This is an optimization exercise on Yosys and OpenROAD, whose aim is small area, a short achievable clock period and few clock cycles per item, not a production implementation.
Where RTL was checked, it was by simulation tests only, not by an equivalence proof against the original.
Function not checked in runs 2 and 3: the RTL went through the layout flow alone.
Power figures rest on the tool's default switching activity, not on a simulated workload.

==> flow/design.v (outline; a module is shown in full before it is edited, if it fits) <==
// module tau_arith: 2554 lines
module tau_arith (
    input  wire        clk,
    input  wire        rst,           
    input  wire        in_valid,
    output wire        in_ready,
    input  wire        in_fn,         
    input  wire [63:0] in_a,
    input  wire [63:0] in_b,
    output reg         out_valid,
    output reg  [63:0] out_result,
    output reg         out_range
);
  // ...
==> flow/flow/run.sh <==
#!/bin/bash
# The standard layout, with repair_timing asked for more setup slack than the
# clock period needs (so that it sizes the critical paths up), and the port
# buffers made with sky130_fd_sc_hd__buf_2.
set -euo pipefail
bash standard.sh SETUP_SLACK_MARGIN=8 "BUFFER_PORTS_ARGS=-buffer_cell sky130_fd_sc_hd__buf_2" finish > standard_make.log 2>&1
==> flow/standard.sh <==
#!/bin/bash
# synth_recipe.tcl (not shown) runs the flow's synth.tcl, then flattens the netlist and writes it again
# the make line also repeats each setting of config.mk as NAME=value (left out here)
make -C /OpenROAD-flow-scripts/flow DESIGN_CONFIG=/design/flow/config.mk WORK_HOME=/design/flow/orfs CLKGATE_MAP_FILE= SYNTH_SCRIPT=/design/flow/synth_recipe.tcl "${@:-finish}"
==> flow/config.mk <==
export PLATFORM = sky130hd
export DESIGN_NAME = tau_arith
export DESIGN_NICKNAME = tau_arith
export VERILOG_FILES = /design/flow/design.v
export SDC_FILE = /design/flow/constraint.sdc
export NUM_CORES = 4
export LEC_CHECK = 0
export CAP_MARGIN = 20
export CORE_MARGIN = 2
export CORE_UTILIZATION = 40
export SLEW_MARGIN = 20
==> flow/constraint.sdc <==
create_clock -name core_clock -period 14.0 [get_ports {clk}]
set_input_delay 2.8000 -clock core_clock [delete_from_list [all_inputs] [get_ports {clk}]]
set_output_delay 2.8000 -clock core_clock [all_outputs]
set_load 0.01 [all_outputs]
==> results.toml, run 1 <==
[outcome]
status = "finished clean"

[worst_setup_path]
cp-end-kind = "primary output"
critPathKind = "register to primary output"
required_ns = 11.20

[power_and_ir_drop]
total_power_uw = 8030
p_switching_uw = 3810
p_leak_uw = 0.0174

[final_layout]
top_regs = "s2_a x65, out_result x64, s2_b x64"
finish.instance_area_mm2 = 0.0399
drive_above_1_share = 0.124
multi_input_cells = 2588
buffer_area_frac = 0.0421

[timing]
maxSlewViolCount = 0
tightestPinTransition_ns = 1.16
clock-skew-final_ns = 0.0354
setup_violations = 0

[clocking]
numCtsBuffers = 58
clock_latency_ns = 0.63
cts_tree = "done"
cts-hold-fix-buffers = 0

[route]
routed.top_layer = "met5"
wire_per_inst_um = 24.7

[logic_synthesis]
synthAdderAreaFrac = 0.258
async_flop_share = 0

[placed_design]
placed_cell_area_mm2 = 0.0374
place_inst = 4967

[hold_path]
min_path_cells = 0

[global_routing]
overflow = 0
Testbench counts, summed over its fixed seeds: cycles 36,108, items 16,000.
==> inputs of run 2 (changes only) <==
--- a/flow/design.v
+++ b/flow/design.v
@@ -30,31 +30,50 @@
     reg        wres;              
     reg  [2:0] cnt;               
     reg [34:0] dq;                
     reg [20:0] w_r;               
     reg [31:0] w_sec;             
     reg  [8:0] w_lo;              
     reg  [1:0] w_x;               
     reg        w_rng;             
+    wire        in_abad = (in_a[31:0] >= NS_PER_SEC);
+    wire        in_bbad = (in_b[31:0] >= NS_PER_SEC);
+    wire        in_m1   = (&in_b[63:31]) | ~(|in_b[63:31]);    
+    wire        in_m3   = (&in_b[63:40]) | ~(|in_b[63:40]);    
     wire last  = busy & (cnt == 3'd1);
     wire s2_add = s2_v & ~s2_fn & ~s2_rng;
     wire s2_res = s2_v & (s2_fn | s2_rng);
     wire [2:0] cnt_set = s2_m1 ? 3'd1 : s2_m3 ? 3'd3 : 3'd7;
     wire busy_n  = s2_add | (busy & ~last);
     wire wres_n  = s2_res & last;
     wire [2:0] cnt1  = s2_add ? cnt_set : (cnt - 3'd1);
     wire       last1 = busy_n & (cnt1 == 3'd1);
     wire s1_add = s1_v & ~s1_fn & ~s1_rng;
     wire s1_res = s1_v & (s1_fn | s1_rng);
-    wire [2:0] cnt2  = s1_add ? (s1_m1 ? 3'd1 : s1_m3 ? 3'd3 : 3'd7) : (cnt1 - 3'd1);
-    wire busy2   = s1_add | (busy_n & ~last1);
-    wire last2   = busy2 & (cnt2 == 3'd1);
-    wire wres2   = s1_res & last1;
-    assign in_ready = (~busy2 | last2) & (~wres2 | last2);
+    reg        rdy;
+    assign in_ready = rdy;
+    wire [2:0] n_cnt    = s2_add ? cnt_set : busy ? (cnt - 3'd1) : cnt;
+    wire       n_busy   = ~rst & busy_n;
+    wire       n_last   = n_busy & (n_cnt == 3'd1);
+    wire       n_s2_add = ~rst & s1_add;
+    wire [2:0] n_set2   = s1_m1 ? 3'd1 : s1_m3 ? 3'd3 : 3'd7;
+    wire       n_busy1  = n_s2_add | (n_busy & ~n_last);
+    wire [2:0] n_cnt1   = n_s2_add ? n_set2 : (n_cnt - 3'd1);
+    wire       n_last1  = n_busy1 & (n_cnt1 == 3'd1);
+    wire       n_s1_v   = ~rst & in_valid & rdy;
+    wire       n_s1_add = n_s1_v & ~in_fn & ~in_abad;
+    wire       n_s1_res = n_s1_v & (in_fn | in_abad);
+    wire [2:0] n_set1   = in_m1 ? 3'd1 : in_m3 ? 3'd3 : 3'd7;
+    wire [2:0] n_cnt2   = n_s1_add ? n_set1 : (n_cnt1 - 3'd1);
+    wire       n_busy2  = n_s1_add | (n_busy1 & ~n_last1);
+    wire       n_last2  = n_busy2 & (n_cnt2 == 3'd1);
+    wire       n_wres2  = n_s1_res & n_last1;
+    always @(posedge clk)
+        rdy <= (~n_busy2 | n_last2) & (~n_wres2 | n_last2);
     wire [20:0] rem  = w_r;
     wire [25:0] rp   = {rem, dq[34:30]};
     wire [32:0] ge;
     genvar gi;
     assign ge[0]  = 1'b1;
     assign ge[32] = 1'b0;
     generate
         for (gi = 1; gi < 32; gi = gi + 1) begin : g_cmp
@@ -2444,20 +2463,16 @@
     wire shy_2324 = shp_2175 ^ (shg_2268 | shp_2269);
     wire shy_2325 = shp_2177 ^ (shg_2246 | shp_2247);
     wire shy_2326 = shp_2179 ^ (shg_2270 | shp_2271);
     wire shy_2327 = shp_2181 ^ (shg_2232 | shp_2233);
     wire shy_2328 = shp_2183 ^ (shg_2272 | shp_2273);
     wire shy_2329 = shp_2185 ^ (shg_2248 | shp_2249);
     wire [26:0] ph0 = {shx_2302, shx_2301, shx_2300, shx_2299, shx_2298, shx_2297, shx_2296, shx_2295, shx_2294, shx_2293, shx_2292, shx_2291, shx_2290, shx_2289, shx_2288, shx_2287, shx_2286, shx_2285, shx_2284, shx_2283, shx_2282, shx_2281, shx_2280, shx_2279, shx_2278, shx_2277, shx_2276};
     wire [26:0] ph1 = {shy_2329, shy_2328, shy_2327, shy_2326, shy_2325, shy_2324, shy_2323, shy_2322, shy_2321, shy_2320, shy_2319, shy_2318, shy_2317, shy_2316, shy_2315, shy_2314, shy_2313, shy_2312, shy_2311, shy_2310, shy_2309, shy_2308, shy_2307, shy_2306, shy_2305, shy_2304, shy_2303};
-    wire        in_abad = (in_a[31:0] >= NS_PER_SEC);
-    wire        in_bbad = (in_b[31:0] >= NS_PER_SEC);
-    wire        in_m1   = (&in_b[63:31]) | ~(|in_b[63:31]);    
-    wire        in_m3   = (&in_b[63:40]) | ~(|in_b[63:40]);    
     wire [3:0]  in_k    = {in_fn, ~in_fn & ~in_m3, ~in_fn & ~in_m1 & in_m3, ~in_fn & in_m1};
     always @(posedge clk) begin
         s1_fn  <= in_fn;
         s1_rng <= in_abad | (in_fn & in_bbad);
         s1_m1  <= in_m1;
         s1_m3  <= in_m3;
         s1_kc[0] <= in_k[3];
         s1_kc[1] <= in_k[0] | in_k[2];
==> run 2 against run 1 <==
Effect of this change:
- final area barely moved
- still clean
- synthesized cell count fell by 1.8%
- worst setup slack got worse by 0.098 ns
- clock power rose by 6%
- critical path depth rose by 12
==> results.toml, run 2 <==
[route]
drc = 0
vias = 28935
routed_wl_mm = 129
vias_per_cell = 5.71
wire_per_inst_um = 25.5
drt_iter0_markers = 2879
first_pass_iters = 7
antenna_left = 0

[timing]
setup_slack_ns = 8.03
clock-skew-final_ns = 0.0793
tns_ns = 0
hold_viol_final = 0
rsz0062_at_grt = "true"
fmax_mhz = 168
fin_crit_sh = 0.426
max_slew_margin = 0.119
min_period_ns = 5.97
hold_ws_ns = 0.303
setup_violations = 0
tightestPinTransition_ns = 1.31
maxSlewViolCount = 0

[logic_synthesis]
yosysWarnings = 1
synth_area_leader_cell = "dfxtp_1"
yosys.area.top_type_share = 0.234
synth_area_mm2 = 0.0348
synth_area_leaders = "dfxtp_1 23%, fa_1 18%, edfxtp_1 8.9%"
yosysUniqueCellTypes = 97
async_flop_share = 0
synth-seq-area-share = 0.323
post-synth-top-count-cell = "inv_1"
avgSynthCellArea_um2 = 9.49
synth_ff_type = "dfxtp_1"
syn_inst = 3663
synth-edff-count = 103
ys_seq_elements = 510
yosys-top-cells-count = "471 x inv_1, 407 x dfxtp_1, 316 x fa_1"
synth_fp_nets = 4333

[hold_path]
hold_class = "register to register"

[worst_setup_path]
cp_common_cell = "o21ai_1"
critPathKind = "register to register"
path_depth = 21
reg2reg_to = "w_r[19]"
cp-start-kind = "register"
slowest_delay_ns = 0.57
startpoint = "w_r[9]"
cp-end-kind = "register"
worstPathBufferInverterCount = 1
r2r_setup_slack_ns = 8.03
cp.arrival_ns = 6.39
crit_chain = "buf_12 -> or4_1 -> a41oi_2 -> o21ai_1 -> a21oi_2 -> a211o_1 -> o21ai_1 -> nor3_2 -> nand3_1 -> or2_2 -> ha_1 -> nand2b_1 -> a21oi_2 -> o21ai_2 -> o21a_2 -> o311a_1 -> o311a_1 -> fa_1 -> xnor2_1 -> a222oi_1 -> o21ai_1"
required_ns = 14.42
worstReg2RegStart = "w_r[9]"
cp_max_fo = 30
crit_slowest_cell = "or4_1"
cp_top_family = "compound AO/OA/AOI/OAI gates"
endpoint = "w_r[19]"
r2r_cells = 21

[power_and_ir_drop]
p_leak_uw = 0.0176
peakVddDrop_mv = 0.183
total_power_uw = 8280
cellPowerDensity_mw_per_mm2 = 207

[final_layout]
drive_above_1_share = 0.136
largest_register_ffs = 65
stdcell_count = 5064
top_register = "s2_a"
area_growth_pct = 14.9
diodes = 0
layout_commonest_cell = "inv_1"
nNetsFinal = 4529
layout_common_cells = "470 x inv_1, 405 x dfxtp_1, 316 x fa_1, 249 x nor2_1, 234 x nand2_1"
top_regs = "s2_a x65, out_result x64, s2_b x64"

[global_routing]
grt_pass1_wl_mm = 190
use_met3 = 0.0493
use_met2 = 0.453
grt_max_degree = 63
antenna_found_initial = 10
grt_pass1_vias = 28782
grt_use_met1 = 0.381
grt_use_total = 0.284
overflow = 0
busiest_layer = "met2"

[clocking]
clock_latency_ns = 0.68
cts_max_path_buffers = 3
numCtsBuffers = 58
cts.clk_slew.worst_paths_ns = 0.07
cts-root-buf = "clkbuf_16"
cts_tree = "done"
htreeDepth = 2
clkSinkCount = 510

[placed_design]
place_inst = 4901
place_ws_ns = 7.21
port_buffers = 198
dp_hpwl_mm = 102
place_congestion = 0.997

[floorplanning]
fp.dieH_um = 299
ios = 199
core_mm2 = 0.0865
die_w_um = 299
die_area_mm2 = 0.0893
initial_utilization = 0.402
num_rows = 108

[flow_run]
cap_violations = 0

[outcome]
status = "finished clean"
[run 2: timing repair]
| item | 4_1_cts | 5_1_grt |
|---|---|---|
| hold buffers | 0 | 0 |
| endpoints found under the hold margin | 0 | 0 |
| gates resized for setup | 27 | 79 |
| endpoints found under the setup margin | 51 | 28 |
| cloned | 0 | 1 |
| buffers inserted | 37 | 15 |
| pin swaps | 1 | 12 |
[run 2: worst register-to-register path, delay by kind of cell, from the launching register on]
family	cells	cell delay (ns)
AOI/OAI and AO/OA	12	2.73
and+or+nand+nor	5	1.55
adders and majority gates	2	0.68
DFF	1	0.43
buffers and inverters	1	0.19
xor gates and xnor gates	1	0.16
[run 2: cells by family after synthesis]
family | after synthesis | share of synthesized area
AOI/OAI and AO/OA | 852 | 0.163
adders and majority gates | 538 | 0.262
muxes | 17 | 0.00518
and+or+nand+nor | 947 | 0.135
DFF | 510 | 0.323
xor gates and xnor gates | 168 | 0.0427
buffers and inverters | 631 | 0.0689
[run 2: power breakdown]
part / switching [µW] / internal, µW
Clock: 689 / 947
Sequential: 144 / 1810
Combinational: 3170 / 1510
Total: 4010 / 4270
[run 2: per-layer routing]
metal  wire length (µm)  up-vias  share of wire
met5                 36        -        0.00028
met1              54200    14097           0.42
met2              58000     1477           0.45
met4               6870        6          0.053
met3              10100      358          0.078
li1                   -    12997              -
[run 2: layout make-up]
type / instances / area [µm²]
Clock inverter: 37 / 470
Timing Repair Buffer: 292 / 1780
Sequential cell: 510 / 11200
Multi-Input combinational cell: 2522 / 21600
Fill cell: 8328 / 46500
Inverter: 474 / 1790
Clock buffer: 73 / 1620
Timing Repair inverter: 1 / 5.00
Tap cell: 1155 / 1450
[run 2: worst min-delay path by stage]
stage,from,endpoint,cells past startpoint
2_1_floorplan,s1_ahi[0],s2_ahi[0],0
3_3_place_gp,s1_ahi[19],s2_ahi[19],0
3_5_place_dp,s1_ahi[18],s2_ahi[18],0
4_1_cts,s1_ahi[27],s2_ahi[27],0
5_1_grt,s1_ahi[27],s2_ahi[27],0
6_report,s1_ahi[27],s2_ahi[27],0
[run 2: per-stage QoR]
stage	utilization	cell area, µm²
CTS	0.456	39400
detailed placement	0.427	36900
global route	0.462	39900
finish	0.462	39900
floorplan	-	34800
global placement	0.427	36900
==> inputs of run 3 (changes only) <==
==> flow/flow/run.sh (replaced) <==
#!/bin/bash
# The standard layout, with repair_timing asked for more setup slack than the
# clock period needs (so that it sizes the critical paths up), and the port
# buffers made with sky130_fd_sc_hd__buf_2.
set -euo pipefail
bash standard.sh SETUP_SLACK_MARGIN=9 "BUFFER_PORTS_ARGS=-buffer_cell sky130_fd_sc_hd__buf_2" finish > standard_make.log 2>&1
==> run 3 against run 2 <==
Effect of this change:
- via count is 1.8% higher
- sequential cell count is the same
- count of clock-buffer cells in the layout increased by 6
- cell count grew 1.7%
- first-iteration DRC count shrank 4.6%
- final area up 4.9%
- largest cell class unchanged
- highest routed layer is now met4
==> results.toml, run 3 <==
[route]
vias_per_cell = 5.72
drt_iter0_markers = 2748
routed_wl_mm = 131
first_pass_iters = 6
drc = 0
wire_per_inst_um = 25.4
antenna_left = 0
vias = 29467

[logic_synthesis]
synth_area_leader_cell = "dfxtp_1"
synth_ff_type = "dfxtp_1"
synth_area_mm2 = 0.0348
synth-seq-area-share = 0.323
yosys.area.top_type_share = 0.234
synth-edff-count = 103
post-synth-top-count-cell = "inv_1"
yosys-top-cells-count = "471 x inv_1, 407 x dfxtp_1, 316 x fa_1"
synth_area_leaders = "dfxtp_1 23%, fa_1 18%, edfxtp_1 8.9%"
async_flop_share = 0
synth_fp_nets = 4333
yosysWarnings = 1
yosysUniqueCellTypes = 97
ys_seq_elements = 510
avgSynthCellArea_um2 = 9.49
syn_inst = 3663

[timing]
clock-skew-final_ns = 0.0278
tns_ns = 0
rsz0062_at_grt = "true"
setup_violations = 0
hold_viol_final = 0
fin_crit_sh = 0.401
fmax_mhz = 178
min_period_ns = 5.62
maxSlewViolCount = 0
tightestPinTransition_ns = 1.23
max_slew_margin = 0.176

[worst_setup_path]
r2r_setup_slack_ns = 8.38
r2r_cells = 22
worstReg2RegStart = "w_r[9]"
cp_max_fo = 9
required_ns = 14.36
cp-end-kind = "register"
reg2reg_to = "w_r[15]"
cp-start-kind = "register"
crit_chain = "buf_12 -> or2_4 -> or3_4 -> o41ai_4 -> a2111oi_4 -> o21a_2 -> nor2_1 -> nand2_1 -> or4_4 -> ha_2 -> or4_4 -> o21ai_4 -> o21a_4 -> buf_4 -> buf_4 -> o31ai_2 -> a21o_1 -> fa_2 -> xnor2_2 -> o22ai_1 -> nor2_1 -> o211ai_1"
slowest_delay_ns = 0.53
cp.arrival_ns = 5.98
crit_slowest_cell = "or4_4"
critPathKind = "register to register"

[global_routing]
overflow = 0
use_met2 = 0.454
grt_max_degree = 57
grt_use_met1 = 0.384
grt_pass1_vias = 29127
grt_use_total = 0.285
antenna_found_initial = 10
use_met3 = 0.0498
grt_pass1_wl_mm = 191
busiest_layer = "met2"

[final_layout]
finish.instance_area_mm2 = 0.0419
largest_register_ffs = 65
top_register = "s2_a"
top_regs = "s2_a x65, out_result x64, s2_b x64"
nNetsFinal = 4615
area_growth_pct = 20.5
drive_above_1_share = 0.202
layout_commonest_cell = "inv_1"
layout_common_cells = "465 x inv_1, 404 x dfxtp_1, 307 x fa_1, 232 x nor2_1, 219 x nand2_1"

[power_and_ir_drop]
peakVddDrop_mv = 0.154
p_leak_uw = 0.0183
cellPowerDensity_mw_per_mm2 = 199

[clocking]
cts-root-buf = "clkbuf_16"
cts_max_path_buffers = 3
cts_tree = "done"
cts-hold-fix-buffers = 0
clock_latency_ns = 0.64
htreeDepth = 2
clkSinkCount = 510
numCtsBuffers = 58
cts.clk_slew.worst_paths_ns = 0.07

[placed_design]
place_congestion = 1.01
port_buffers = 198
dp_hpwl_mm = 101
placed_cell_area_mm2 = 0.0371

[outcome]
status = "finished clean"

[floorplanning]
fp.dieH_um = 299
die_area_mm2 = 0.0893
initial_utilization = 0.402
num_rows = 108
core_mm2 = 0.0865
die_w_um = 299
ios = 199

[hold_path]
hold_class = "register to register"
holdPathEnd = "s2_ahi[21]"
min_path_cells = 0
min_from = "s1_ahi[21]"

[flow_run]
cap_violations = 0
==> run 3: layout make-up <==
cell class	count	area, µm²
Timing Repair Buffer	379	2640
Tap cell	1155	1450
Clock buffer	79	1700
Antenna cell	1	2.50
Fill cell	8206	44600
Multi-Input combinational cell	2522	22700
Inverter	474	1800
Clock inverter	29	349
Sequential cell	510	11200
==> run 3: where the power goes <==
part	total, µW	internal [µW]	switching [µW]
clock network	1600	948	647
logic	4800	1530	3270
registers	1960	1810	148
total	8360	4290	4060
==> run 3: metal layers <==
metal / vias up / part of all wire
li1: 13183 / -
met5: - / 0
met1: 14387 / 0.42
met4: 0 / 0.056
met3: 394 / 0.082
met2: 1503 / 0.45
==> run 3: cell families (layout without fill, tap and decap cells) <==
logic type               count (synthesis)  count (layout)  synth area share
buffers and inverters                  631             961            0.0689
AND/OR/NAND/NOR                        947             947             0.135
multiplexers                            17              17           0.00518
adder cells (fa/ha/maj)                538             538             0.262
XOR/XNOR                               168             168            0.0427
other                                    0               1                 0
AO/OA/AOI/OAI                          852             852             0.163
flip-flops                             510             510             0.323
==> run 3: worst max path at each step <==
stage | startpoint | end | slack (ns) | cells past startpoint
final | w_r[9] | w_r[15] | 8.38 | 22
after floorplan | w_r[7] | w_r[19] | 8.94 | 20
after detailed placement | w_r[14] | w_r[19] | 7.47 | 20
after CTS | w_r[4] | w_r[13] | 8.41 | 23
after global placement | w_r[14] | w_r[19] | 7.34 | 20
after global routing | w_r[3] | w_r[19] | 8.26 | 22
==> run 3: per-stage QoR <==
stage	total power (µW)	setup WS (ns)	instances	hold slack, ns	util
final	8360	8.38	5149	0.325	0.484
after global placement	6520	7.34	4906	0.311	0.429
after detailed placement	6550	7.47	4906	0.312	0.429
after global routing	8840	8.26	5148	0.328	0.484
after CTS	8220	8.41	5078	0.325	0.468
after floorplan	4660	8.94	3663	0.310	-
==> run 3: timing repair <==
| action | 4_1_cts | 5_1_grt |
|---|---|---|
| endpoints found under the setup margin | 83 | 69 |
| resized for setup | 184 | 194 |
| pin swaps | 71 | 99 |
| gates cloned | 1 | 2 |
| buffers inserted | 63 | 68 |
==> run 3: critical path, delay by kind of cell (launching register included) <==
family	cells	cell delay [ns]
flops	1	0.44
simple gates	7	2.09
buf+inv	3	0.39
fa+ha+maj	2	0.63
compound gates	9	1.62
xor+xnor	1	0.18

## port drivers added, routing unchanged
No port has a modelled driver above. Below, the same layouts with a new extraction and two added sets of constraints. Step 1, drivers: a clkbuf_16 drives clk and a buf_2 each remaining input, both assumed. Step 2 adds t to the input delays and takes it off the output delays; t is the mean of the earliest and latest rising clock arrival at the registers after step 1. Input paths then give back, and output paths get back, about the clock's delay inside the block. Slacks: ideal ports / drivers / drivers and shift; pairs: ideal ports / drivers.
| run | t, ns | setup slack, ns | worst register clock-pin slew, ns |
|---|---|---|---|
| run 1 | 0.678 | 8.129 / 8.063 / 7.566 | 0.07 / 0.07 |
| run 2 | 0.712 | 8.032 / 8.032 / 7.998 | 0.07 / 0.07 |
| run 3 | 0.698 | 8.381 / 8.381 / 8.381 | 0.07 / 0.07 |
After both steps every run listed still meets setup and hold. The setup slack of run 1, which loses most, moves by -0.066 ns with the drivers and by -0.563 ns with both steps.
